Background: an optimization exercise with open tools, aiming at small area. Do not read the settings as production practice. Function was checked by simulation only, so behaviour that the tests miss may differ from the original.

**design/flow/flow/run.sh**
```bash
#!/bin/bash
# Standard layout, with smaller port buffers and no dummy loads in the clock tree.
set -euo pipefail
cd "$(dirname "$0")/.."
bash standard.sh \
  "CTS_ARGS=-sink_clustering_enable -repair_clock_nets -dont_use_dummy_load -sink_clustering_size 30 -sink_clustering_max_diameter 70" \
  "BUFFER_PORTS_ARGS=-buffer_cell sky130_fd_sc_hd__buf_1" \
  finish > flow.log 2>&1
```
**design/flow/standard.sh**
```bash
#!/bin/bash
# synth_recipe.tcl (not shown) runs the flow's synth.tcl, then flattens the netlist and writes it again
# the make line also repeats each setting of config.mk as NAME=value (left out here)
make -C /OpenROAD-flow-scripts/flow DESIGN_CONFIG=/design/flow/config.mk WORK_HOME=/design/flow/orfs CLKGATE_MAP_FILE= SYNTH_SCRIPT=/design/flow/synth_recipe.tcl "${@:-finish}"
```
**design/flow/config.mk**
```make
export PLATFORM = sky130hd
export DESIGN_NAME = dec_chain
export DESIGN_NICKNAME = dec_chain
export VERILOG_FILES = /design/flow/design.v
export SDC_FILE = /design/flow/constraint.sdc
export NUM_CORES = 4
export LEC_CHECK = 0
export CAP_MARGIN = 20
export CORE_MARGIN = 2
export CORE_UTILIZATION = 70
export SLEW_MARGIN = 20
```
**design/flow/constraint.sdc**
```tcl
create_clock -name core_clock -period 20.0 [get_ports {clk}]
set_input_delay 4.0000 -clock core_clock [delete_from_list [all_inputs] [get_ports {clk}]]
set_output_delay 4.0000 -clock core_clock [all_outputs]
set_load 0.01 [all_outputs]
```
**design/flow/design.v**
```verilog
module dec_stage (
    input  wire        clk,
    input  wire        clr,       
    input  wire [3:0]  m,         
    input  wire [3:0]  ph,        
    input  wire        take,      
    input  wire [31:0] x_in,      
    input  wire [35:0] sum_in,    
    output reg  [35:0] s,         
    output reg         z,         
    output reg  [31:0] x,         
    output reg         ev         
);
    reg [479:0] ring;             
    reg [3:0]   wp;               
    reg         full;             
    reg         pend;             
    wire        upd  = pend && (ph == wp);
    wire [31:0] tap  = ring[479:448];
    wire        last = (wp == m - 4'd1);
    always @(posedge clk)
        ring <= {ring[447:0], upd ? x : tap};
    always @(posedge clk)
        if (take)
            x <= x_in;
        else if (upd)
            x <= tap;
    always @(posedge clk) begin
        if (clr) begin
            z    <= 1'b1;
            wp   <= 4'd0;
            full <= 1'b0;
            pend <= 1'b0;
            ev   <= 1'b0;
        end else if (upd) begin
            wp   <= last ? 4'd0 : wp + 4'd1;
            full <= full | last;
            pend <= 1'b0;
            ev   <= full;
        end
        if (take) begin
            s    <= sum_in;           
            z    <= (m == 4'd0);
            pend <= (m != 4'd0);
            ev   <= 1'b0;
        end
    end
endmodule
module dec_chain (
    input  wire        clk,
    input  wire        rst,
    input  wire        in_valid,
    input  wire        in_first,       
    input  wire        in_clear,       
    input  wire [31:0] in_data,
    input  wire [31:0] cfg_st01,       
    input  wire [31:0] cfg_st23,       
    input  wire [95:0] cfg_gcorr,      
    input  wire        cfg_hold_zero,
    output reg         out_valid,
    output wire [31:0] out_data,
    output wire        out_settled,
    output wire        out_sat
);
    wire ld = in_valid && in_clear;
    wire [3:0] c_m0 = cfg_st01[3:0]   - 4'd1;
    wire [3:0] c_m1 = cfg_st01[19:16] - 4'd1;
    wire [3:0] c_m2 = cfg_st23[3:0]   - 4'd1;
    wire [3:0] c_m3 = cfg_st23[19:16] - 4'd1;
    wire [3:0] c_lq0 = {1'b0, cfg_st01[14:12]};
    wire [3:0] c_lq1 = c_lq0 + {1'b0, cfg_st01[30:28]};
    wire [3:0] c_lq2 = c_lq1 + {1'b0, cfg_st23[14:12]};
    wire [3:0] c_lq3 = c_lq2 + {1'b0, cfg_st23[30:28]};
    reg [3:0]  m0, m1, m2, m3;           
    reg [3:0]  lq0, lq1, lq2, lq3;       
    reg [23:0] g0, g1, g2, g3;           
    reg        hold_zero;
    always @(posedge clk) begin
        if (rst) begin
            m0 <= 4'd0; m1 <= 4'd0; m2 <= 4'd0; m3 <= 4'd0;
            lq0 <= 4'd0; lq1 <= 4'd0; lq2 <= 4'd0; lq3 <= 4'd0;
            hold_zero <= 1'b0;
        end else if (ld) begin
            m0 <= c_m0; m1 <= c_m1; m2 <= c_m2; m3 <= c_m3;
            lq0 <= c_lq0; lq1 <= c_lq1; lq2 <= c_lq2; lq3 <= c_lq3;
            hold_zero <= cfg_hold_zero;
        end
        if (ld) begin
            g0 <= cfg_gcorr[23:0];
            g1 <= cfg_gcorr[47:24];
            g2 <= cfg_gcorr[71:48];
            g3 <= cfg_gcorr[95:72];
        end
    end
    reg [3:0] k;
    reg       clr_d;        
    always @(posedge clk) begin
        if (rst) begin
            k     <= 4'd0;
            clr_d <= 1'b0;
        end else begin
            if (in_valid || k != 4'd0)
                k <= k + 4'd1;
            if (in_valid)
                clr_d <= in_clear;
        end
    end
    wire       active = (k != 4'd0);       
    wire       ldx    = !active && in_clear;    
    wire [1:0] sj   = k[3:2];              
    wire [1:0] sub  = k[1:0];              
    wire       first = (sub == 2'd0);
    reg [7:0]  pos;
    reg [13:0] left;        
    reg [3:0] sp_m, sp_lq;
    always @(*) begin
        case (sub)
            2'd1:    begin sp_m = m1; sp_lq = lq0; end
            2'd2:    begin sp_m = m2; sp_lq = lq1; end
            default: begin sp_m = m3; sp_lq = lq2; end
        endcase
    end
    wire [13:0] sp_add = {10'd0, sp_m} << sp_lq;
    always @(posedge clk) begin
        if (rst) begin
            left <= 14'd0;
        end else if (in_valid) begin
            pos  <= in_first ? 8'd0 : pos + 8'd1;
            left <= in_clear ? {10'd0, c_m0} : (left == 14'd0) ? 14'd0 : left - 14'd1;
        end else if (active && clr_d && sj == 2'd0) begin
            left <= left + sp_add;
        end
    end
    wire settled = (left == 14'd0);
    function keep_at(input [7:0] ps, input [3:0] lq);
        keep_at = &(ps | (8'hFF << lq));
    endfunction
    wire [3:0] m0_e = ldx ? c_m0 : m0;     
    reg [3:0]  m_j, lq_p;
    reg [23:0] g_j;
    reg [35:0] s_j;        
    reg        z_j;
    reg [31:0] x_j;
    wire [35:0] s0, s1, s2, s3;
    wire [31:0] x0, x1, x2, x3;
    wire        e0, e1, e2, e3;
    wire        z0, z1, z2, z3;
    always @(*) begin
        case (sj)
            2'd0: begin m_j = m0_e; g_j = g0; s_j = s0; z_j = z0; x_j = e0 ? x0 : 32'd0; lq_p = 4'd0; end
            2'd1: begin m_j = m1; g_j = g1; s_j = s1; z_j = z1; x_j = e1 ? x1 : 32'd0; lq_p = lq0; end
            2'd2: begin m_j = m2; g_j = g2; s_j = s2; z_j = z2; x_j = e2 ? x2 : 32'd0; lq_p = lq1; end
            default: begin m_j = m3; g_j = g3; s_j = s3; z_j = z3; x_j = e3 ? x3 : 32'd0; lq_p = lq2; end
        endcase
    end
    wire kp = keep_at(pos, lq_p);          
    wire k3 = keep_at(pos, lq3);           
    function [83:0] csa(input [41:0] a, input [41:0] b, input [41:0] c);
        csa = {((a & b) | (a & c) | (b & c)) << 1, a ^ b ^ c};
    endfunction
    reg  [35:0] acc;        
    reg         st;         
    wire [31:0] xin   = active ? acc[31:0] : in_data;
    wire        satin = active && acc[32];
    wire [35:0] sa = z_j ? 36'd0 : s_j;
    wire [35:0] sb = {{4{xin[31]}}, xin};
    wire [35:0] sc = ~{{4{x_j[31]}}, x_j};
    wire [35:0] sum_h  = (sa ^ sb ^ sc) + {(sa[34:0] & sb[34:0]) | (sa[34:0] & sc[34:0]) | (sb[34:0] & sc[34:0]), 1'b1};
    wire [35:0] sum    = ldx ? {{4{in_data[31]}}, in_data} : sum_h;
    wire [2:0]  c      = m_j[3] ? 3'd4 : m_j[2] ? 3'd3 : m_j[1] ? 3'd2 : m_j[0] ? 3'd1 : 3'd0;
    wire [35:0] msrc   = first ? sum : s_j;
    wire [35:0] mcand  = ({36{c == 3'd4}} & msrc)
                       | ({36{c == 3'd3}} & {msrc[34:0], 1'b0})
                       | ({36{c == 3'd2}} & {msrc[33:0], 2'b0})
                       | ({36{c == 3'd1}} & {msrc[32:0], 3'b0})
                       | ({36{c == 3'd0}} & {msrc[31:0], 4'b0});
    wire        pw2 = ((m_j & (m_j + 4'd1)) == 4'd0);
    reg  [5:0]  gd;
    always @(*) begin
        case (sub)
            2'd0:    gd = ldx ? cfg_gcorr[5:0] : g_j[5:0];
            2'd1:    gd = g_j[11:6];
            2'd2:    gd = g_j[17:12];
            default: gd = g_j[23:18];
        endcase
    end
    wire [5:0] dig = pw2 ? ((sub == 2'd3) ? 6'b100000 : 6'd0) : gd;
    wire [35:0] addend = first ? 36'h000_400_0000 : acc;
    wire [41:0] r0 = {6'd0, ~(mcand[35] & dig[0]), mcand[34:0] & {35{dig[0]}}};
    wire [41:0] r1 = {5'd0, ~(mcand[35] & dig[1]), mcand[34:0] & {35{dig[1]}}, 1'd0};
    wire [41:0] r2 = {4'd0, ~(mcand[35] & dig[2]), mcand[34:0] & {35{dig[2]}}, 2'd0};
    wire [41:0] r3 = {3'd0, ~(mcand[35] & dig[3]), mcand[34:0] & {35{dig[3]}}, 3'd0};
    wire [41:0] r4 = {2'd0, ~(mcand[35] & dig[4]), mcand[34:0] & {35{dig[4]}}, 4'd0};
    wire [41:0] r5 = {1'd0, ~(mcand[35] & dig[5]), mcand[34:0] & {35{dig[5]}}, 5'd0};
    wire [41:0] r6 = {6'b100000, ~addend[35], addend[34:0]};     
    wire [83:0] l1a = csa(r0, r1, r2);
    wire [83:0] l1b = csa(r3, r4, r5);
    wire [83:0] l2a = csa(l1a[41:0], l1a[83:42], l1b[41:0]);
    wire [83:0] l2b = csa(l1b[83:42], r6, l2a[41:0]);
    wire [83:0] l3a = csa(l2a[83:42], l2b[41:0], l2b[83:42]);
    wire [41:0] y = l3a[41:0] + l3a[83:42];
    wire        tie   = !(st | (|y[8:0]));
    wire [32:0] trunc = y[41:9];
    wire [31:0] r     = {trunc[31:1], trunc[0] & !tie};
    wire        povf  = !trunc[32] & trunc[31];
    wire        novf  = trunc[32] & !trunc[31];
    wire        sat   = povf | novf;
    wire [31:0] xres  = povf ? 32'h7FFF_FFFF : novf ? 32'h8000_0000 : r;
    always @(posedge clk) begin
        if (sub == 2'd3)
            acc <= {3'd0, sat, xres};
        else
            acc <= y[41:6];
        st <= (st & !first) | (|y[5:0]);
    end
    wire clr = rst || ld;
    wire tk0 = in_valid && !rst;
    wire tk1 = active && first && (sj == 2'd1) && kp;
    wire tk2 = active && first && (sj == 2'd2) && kp;
    wire tk3 = active && first && (sj == 2'd3) && kp;
    reg [3:0] ph;
    always @(posedge clk)
        if (rst || ph == 4'd14) ph <= 4'd0;
        else                    ph <= ph + 4'd1;
    dec_stage u_st0 (.clk(clk), .clr(clr), .m(m0_e),.ph(ph), .take(tk0), .x_in(xin), .sum_in(sum), .s(s0), .z(z0), .x(x0), .ev(e0));
    dec_stage u_st1 (.clk(clk), .clr(clr), .m(m1),  .ph(ph), .take(tk1), .x_in(xin), .sum_in(sum), .s(s1), .z(z1), .x(x1), .ev(e1));
    dec_stage u_st2 (.clk(clk), .clr(clr), .m(m2),  .ph(ph), .take(tk2), .x_in(xin), .sum_in(sum), .s(s2), .z(z2), .x(x2), .ev(e2));
    dec_stage u_st3 (.clk(clk), .clr(clr), .m(m3),  .ph(ph), .take(tk3), .x_in(xin), .sum_in(sum), .s(s3), .z(z3), .x(x3), .ev(e3));
    reg sticky;
    always @(posedge clk) begin
        if (clr)
            sticky <= 1'b0;
        else if (active && first && kp && satin)
            sticky <= 1'b1;
        else if (out_valid && sat)
            sticky <= 1'b1;
    end
    always @(posedge clk) begin
        if (rst) out_valid <= 1'b0;
        else     out_valid <= active && (k == 4'd14) && k3;
    end
    assign out_data    = (hold_zero && !settled) ? 32'd0 : xres;
    assign out_settled = settled;
    assign out_sat     = sticky | sat;
endmodule
```
==> qor.txt, run 1 <==
Core area -> 108000 um^2
Placed Area -> 78200 um^2
DIE AREA -> 112000 um^2
Routed wire length -> 163000 um
Async set-reset flop share out of synthesis -> 0%
Fin crit period -> 18.71 ns
Critical-path top delay cell -> mux2i_1
CTS Buf Count -> 105
Biggest area consumer among synthesized cells -> dfxtp_1
Detailed Place HPWL -> 108000 um
CTS Hold Bufs -> 0
Syn avg cell area -> 13.2 um^2
Nets@finish -> 6424
Worst reg2reg path depth -> 35
Die X -> 334 um
Worst-margin pin slew -> 1.07 ns
Share of the synthesized area in the top cell type -> 53.5%
FF-to-FF End -> acc[14]
Yosys warnings -> 2
Gr usage total -> 29.4%
Crit-path max cell delay -> 0.87 ns
Area grow syn2layout -> 6.14%
Peak Freq -> 0.0534 GHz
Grt ovf -> 0
Clock Pin Slew Worst Setup and Hold Paths -> 0.10 ns
Final ANT Viol Nets -> 0
Via-per-instance ratio -> 5.76
Clock root buffer -> clkbuf_16
Hold EP -> u_st3.ring[472]
Final Cycle Share -> 93.6%
Largest net degree at the start of global routing -> 87
Share of post-route cells with drive strength above 1 -> 7.57%
Die outline height -> 334 um
CP Max Fanout -> 15
Design Area, Final -> 80900 um^2
Setup_tns -> 0 ns
Syn Inst Count -> 5760
Sequential fraction of the synthesis area -> 68.7%
Post-synth net total -> 6302
# DRC -> 0
Fillers -> 6883
Setup Fix Bufs, Post-CTS -> 0
Crit start category -> primary input
Final hold vios -> 0
Worst-skew pair later-pin latency -> 0.75 ns
Distinct cell type count after synthesis -> 98
Clock Skew -> 0.139 ns
I/O Pins -> 233
Iter 0 DRT Violations -> 3242
Status -> complete, no violations
Worst EP required -> 16.00 ns
EDFF count, synth -> 384
WHS Path Cells -> 0
Critical path class -> in -> out
Dominant register cell in the synthesized netlist -> dfxtp_1
RSZ-0062 raised after global routing -> false
Initial antenna violation count -> 19
Setup violators final -> 0
Starting density of the core -> 70.3%
Worst Hold Class -> reg -> reg
Routed WL per cell -> 22.3 um
Relative slew margins -> 26.9%
Hold path startpoint -> u_st3.ring[440]
Setup slack, reg-to-reg -> 7.03 ns
Vias -> 42100
# rows -> 121
Number of synthesized register bits -> 2422
# H-tree levels -> 3
First drt pass iteration count -> 8
First-pass GRT wire length -> 250000 um
Max Slew Vio Count -> 0
Clock Path Buffers -> 3
Synth top area cells -> dfxtp_1, edfxtp_1, fa_1
Final Wtd Congestion -> 0.933
Buffers on Ports -> 196
Crit path DAT -> 14.71 ns
Clock Sinks -> 2422
Worst r2r src -> k[3]
Post-CTS Resized -> 0
Vias in the first global route -> 42800
Post-Syn Area -> 76200 um^2
CP Capture Type -> output port
MaxCap Viol Count -> 0
CTS tree -> yes
logic make-up after synthesis:
logic type      share of synthesized area [%]
simple gates                             7.48
mux                                      4.79
buf+inv                                  2.74
flops                                    68.7
compound gates                           6.82
xor+xnor                                 1.68
fa+ha+maj                                7.83
registers in the layout, indices dropped and copies added, names as in the netlist, 8 cells and up:
signal	count
g3	24
u_st0.s	36
g1	24
left	14
g2	24
u_st1.ring	480
u_st2.s	36
u_st2.x	32
u_st0.ring	480
pos	8
u_st3.s	36
u_st0.x	32
g0	24
u_st3.x	32
u_st1.s	36
acc	36
u_st1.x	32
u_st2.ring	480
u_st3.ring	480
Yosys cell counts (all sizes together), types with 42 or more instances:
cell    instances
a21o           42
fa            212
clkbuf        173
mux2          142
buf            66
dfxtp        2038
nor2          232
nand3          82
a21oi         140
nor3           59
xnor2          88
xor2           58
and2           44
nor2b          46
ha            132
inv           271
mux4           61
edfxtp        384
mux2i          67
o21ai         299
nand2         617
per-stage QoR:
| step | hold WS [ns] | utilization [%] | cells | setup slack [ns] |
|---|---|---|---|---|
| 6_report | 0.260 | 74.6 | 7308 | 1.29 |
| 5_1_grt | 0.262 | 74.6 | 7304 | 0.772 |
| 4_1_cts | 0.264 | 74.6 | 7293 | 1.44 |
| 3_5_place_dp | 0.312 | 72.1 | 7188 | 1.50 |
| 3_3_place_gp | 0.310 | 72.1 | 7187 | 1.53 |
| 2_1_floorplan | 0.310 | - | 5760 | 3.87 |
critical path, delay by kind of cell:
kind | cells | cell delay (ns)
AND/OR/NAND/NOR | 11 | 3.01
buffers and inverters | 8 | 0.92
multiplexers | 1 | 0.87
adder cells (fa/ha/maj) | 7 | 3.31
AO/OA/AOI/OAI | 6 | 2.42
XOR/XNOR | 1 | 0.13
worst max-delay path by stage:
stage / startpoint / slack [ns] / depth (start not counted) / to
after floorplan: in_data[0] / 3.87 / 33 / out_data[0]
after global placement: in_data[16] / 1.53 / 34 / out_data[21]
after detailed placement: in_data[16] / 1.50 / 35 / out_data[21]
after CTS: in_data[16] / 1.44 / 34 / out_data[21]
after global routing: in_data[13] / 0.77 / 34 / out_data[21]
final: in_data[16] / 1.29 / 34 / out_data[21]
metal layers:
metal	share of wire (%)	wire (um)	vias up	track usage [%]
li1	-	-	19600	-
met4	2.8	4530	8	8.73
met5	0.032	52	-	0
met2	47	76900	1358	47.8
met1	44	72100	20800	41.7
met3	5.9	9670	277	4.16
placed cells by master, fill, tap and decap left out, drive strengths merged, types with 44 or more instances in the layout:
cell	count
xor2	58
ha	132
mux4	61
xnor2	88
nand3	82
fa	212
nand2	617
o21ai	299
nor2	232
nor2b	46
and2	44
mux2i	67
buf	254
clkbuf	105
edfxtp	384
nor3	59
inv	271
mux2	142
dfxtp	2038
a21oi	140
final cells by class:
type	count	area (um^2)	area share (%)
flip-flops and latches	2422	52300	64.7
well taps	1414	1770	2.19
multi-input cells	2826	21900	27.1
inverters	273	1030	1.27
repair buffers	254	1170	1.45
diodes	14	35.0	0.0433
clock buffers	105	2630	3.25
==> run 2, diff against run 1 <==
--- a/design/flow/config.mk
+++ b/design/flow/config.mk
@@ -8,4 +8,6 @@
 export CAP_MARGIN = 20
 export CORE_MARGIN = 2
-export CORE_UTILIZATION = 70
+export CORE_UTILIZATION = 60
+export CTS_CLUSTER_DIAMETER = 70
+export CTS_CLUSTER_SIZE = 30
 export SLEW_MARGIN = 20
==> run 2 against run 1 <==
Net effect:
- routed wire length is 3.8% lower
- non-clock buffer count is 4 higher
- global-route usage is 5.1 points lower
- hold slack better by 0.0049 ns
- fmax is 2.2% lower
- setup slack worse by 0.42 ns
- via count is 2.5% lower
- clock skew is 0.0050 ns higher
- cell count is 3.2% higher
- critical path type unchanged
- largest cell class unchanged
==> qor.txt, run 2 <==
Worst-margin pin slew -> 1.08 ns (was 1.07 ns)
CTS Hold Bufs -> 0 (unchanged)
RSZ-0062 raised after global routing -> false (unchanged)
Most frequent cells in the layout -> dfxtp_1, nand2_1, edfxtp_1 (unchanged)
EDFF count, synth -> 384 (unchanged)
First-pass GRT wire length -> 241000 um (was 250000 um)
Final Cycle Share -> 95.6% (was 93.6%)
Fillers -> 9709 (was 6883)
Setup violators final -> 0 (unchanged)
# DRC -> 0 (unchanged)
Worst r2r src -> k[0] (was k[3])
Clock Sinks -> 2422 (unchanged)
Detailed Place HPWL -> 108000 um (about the same)
Sequential fraction of the synthesis area -> 68.7% (unchanged)
Iter 0 DRT Violations -> 3006 (was 3242)
Post-Place Cells -> 7429 (was 7188)
Distinct cell type count after synthesis -> 98 (unchanged)
Synth top area cells -> dfxtp_1, edfxtp_1, fa_1 (unchanged)
Crit path DAT -> 15.13 ns (was 14.71 ns)
Core area -> 126000 um^2 (was 108000 um^2)
Synth cell count leaders -> dfxtp_1, nand2_1, edfxtp_1 (unchanged)
Clock Path Buffers -> 3 (unchanged)
Fin crit period -> 19.13 ns (was 18.71 ns)
Multi-input gate area -> 21900 um^2 (about the same)
Initial antenna violation count -> 18 (was 19)
Die outline height -> 360 um (was 334 um)
# H-tree levels -> 3 (unchanged)
Buffers on Ports -> 196 (unchanged)
CTS Buf Count -> 108 (was 105)
FF-to-FF End -> acc[25] (was acc[14])
Post-Syn Area -> 76200 um^2 (unchanged)
Syn Inst Count -> 5760 (unchanged)
Gr usage total -> 24.3% (was 29.4%)
FF+latch area -> 52300 um^2 (unchanged)
CTS tree -> yes (unchanged)
MaxCap Viol Count -> 0 (unchanged)
Worst Setup EP -> out_data[30] (was out_data[21])
Vias -> 41000 (was 42100)
Worst-skew pair later-pin latency -> 0.77 ns (was 0.75 ns)
Syn avg cell area -> 13.2 um^2 (unchanged)
Commonest non-fill, non-tap cell in the layout -> dfxtp_1 (unchanged)
Critical path origin -> in_data[14] (was in_data[16])
Die X -> 360 um (was 334 um)
Post-CTS Resized -> 0 (unchanged)
Max Slew Vio Count -> 0 (unchanged)
Yosys warnings -> 2 (unchanged)
Clock root buffer -> clkbuf_16 (unchanged)
DIE AREA -> 130000 um^2 (was 112000 um^2)
First drt pass iteration count -> 6 (was 8)
Grt ovf -> 0 (unchanged)
Starting density of the core -> 60.5% (was 70.3%)
Most common cell in the synthesized netlist -> dfxtp_1 (unchanged)
Crit-path leading delay family -> simple AND/OR/NAND/NOR gates (was adder cells)
Crit-path max cell delay -> 0.71 ns (was 0.87 ns)
I/O Pins -> 233 (unchanged)
CP Capture Type -> output port (unchanged)
Fin worst setup slack -> 0.871 ns (was 1.29 ns)
Dominant register cell in the synthesized netlist -> dfxtp_1 (unchanged)
Routed wire length -> 157000 um (was 163000 um)
Crit start category -> primary input (unchanged)
Worst reg2reg path depth -> 37 (was 35)
Crit. path cell count -> 33 (was 34)
CP Max Fanout -> 14 (was 15)
Worst Hold Class -> reg -> reg (unchanged)
Clock Pin Slew Worst Setup and Hold Paths -> 0.10 ns (about the same)
Peak Freq -> 0.0523 GHz (was 0.0534 GHz)
Critical path class -> in -> out (unchanged)
# rows -> 130 (was 121)
Vias in the first global route -> 40900 (was 42800)
Share of the synthesized area in the top cell type -> 53.5% (unchanged)
Largest net degree at the start of global routing -> 87 (unchanged)
Async set-reset flop share out of synthesis -> 0% (unchanged)
Worst path bufs/invs -> 7 (was 8)
Setup slack, reg-to-reg -> 6.34 ns (was 7.03 ns)
Hold path startpoint -> u_st1.ring[43] (was u_st3.ring[440])
Share of post-route cells with drive strength above 1 -> 7.71% (was 7.57%)
Nets@finish -> 6431 (was 6424)
Post-Layout Cell Count -> 7545 (was 7308)
Setup_tns -> 0 ns (unchanged)
Final ANT Viol Nets -> 0 (unchanged)
Pre-CTS setup slack -> 1.13 ns (was 1.50 ns)
Via-per-instance ratio -> 5.44 (was 5.76)
Area grow syn2layout -> 6.68% (was 6.14%)
Routed WL per cell -> 20.8 um (was 22.3 um)
Clock Skew -> 0.144 ns (was 0.139 ns)
Status -> complete, no violations (unchanged)
Number of synthesized register bits -> 2422 (unchanged)
Final hold vios -> 0 (unchanged)
Critical-path top delay cell -> mux2i_1 (unchanged)
Relative slew margins -> 26.2% (was 26.9%)
Biggest area consumer among synthesized cells -> dfxtp_1 (unchanged)
Post-synth net total -> 6302 (unchanged)
Final Wtd Congestion -> 0.943 (was 0.933)
Worst EP required -> 16.00 ns (about the same)
Setup Fix Bufs, Post-CTS -> 0 (unchanged)
==> run 2: cells by family after synthesis <==
| family | Yosys count | synth area share (%) |
|---|---|---|
| adder cells (fa/ha/maj) | 351 | 7.83 |
| AND/OR/NAND/NOR | 1254 | 7.48 |
| XOR/XNOR | 146 | 1.68 |
| multiplexers | 270 | 4.79 |
| AO/OA/AOI/OAI | 805 | 6.82 |
| buffers and inverters | 512 | 2.74 |
| flip-flops | 2422 | 68.7 |
==> run 2: worst register-to-register path: cells and delay by family (launching register included) <==
family                   cells  cell delay [ns]
AND/OR/NAND/NOR             11             3.66
flip-flops                   1             0.35
buffers and inverters        9             1.60
AO/OA/AOI/OAI                6             2.50
multiplexers                 1             0.79
XOR/XNOR                     2             0.62
adder cells (fa/ha/maj)      8             3.96
==> run 2: cell type report <==
class,instances,area share [%]
diodes,8,0.0246
clock buffers,108,3.32
inverters,273,1.26
multi-input cells,2826,27.0
flip-flops and latches,2422,64.4
well taps,1650,2.54
repair buffers,258,1.47
==> run 2: per-layer routing <==
layer,vias to the layer above,GRT usage [%],part of all wire [%]
met2,980,38.1,44
met3,219,3.41,5.0
met5,-,0,0.038
met4,10,6.35,2.4
met1,20100,35.8,48
li1,19700,-,-
==> run 2: worst min-delay path by stage <==
stage | cells after the start | slack, ns | to
floorplan | 0 | 0.31 | u_st0.ring[100]
global placement | 0 | 0.31 | u_st2.ring[283]
detailed placement | 0 | 0.31 | u_st0.ring[310]
CTS | 0 | 0.26 | u_st3.ring[78]
global route | 0 | 0.25 | u_st3.ring[78]
finish | 0 | 0.27 | u_st1.ring[75]
==> run 2: per-stage QoR <==
stage / hold slack, ns / cell area (um^2) / util, %
after floorplan: 0.310 / 76200 / -
after global placement: 0.309 / 78600 / 62.4
after detailed placement: 0.312 / 78600 / 62.4
after CTS: 0.258 / 81300 / 64.6
after global routing: 0.249 / 81300 / 64.6
final: 0.265 / 81300 / 64.6

what the ideal ports hide:
In the flow no input, the clock included, has a driving cell. The finished layouts below were timed again as built, in two steps. Step 1 assumes that a clkbuf_16 drives the clock port and a buf_2 every other input. Step 2 adds t to the input delays and takes it off the output delays; t is the mean of the earliest and latest rising clock arrival at the registers after step 1. Input paths then give back, and output paths get back, about the clock's delay inside the block. a / b / c = no drivers / after step 1 / after step 2; a / b = the first two.
run | shift t [ns] | slack for setup (ns) | latest minus earliest clock arrival (ns)
run 1 | 0.767 | 1.287 / 1.253 / 1.253 | 0.141 / 0.141
run 2 | 0.781 | 0.871 / 0.809 / 0.809 | 0.144 / 0.144
After both steps every run listed still meets setup and hold. The setup slack of run 2, which loses most, moves by -0.062 ns with the drivers and by -0.062 ns with both steps.
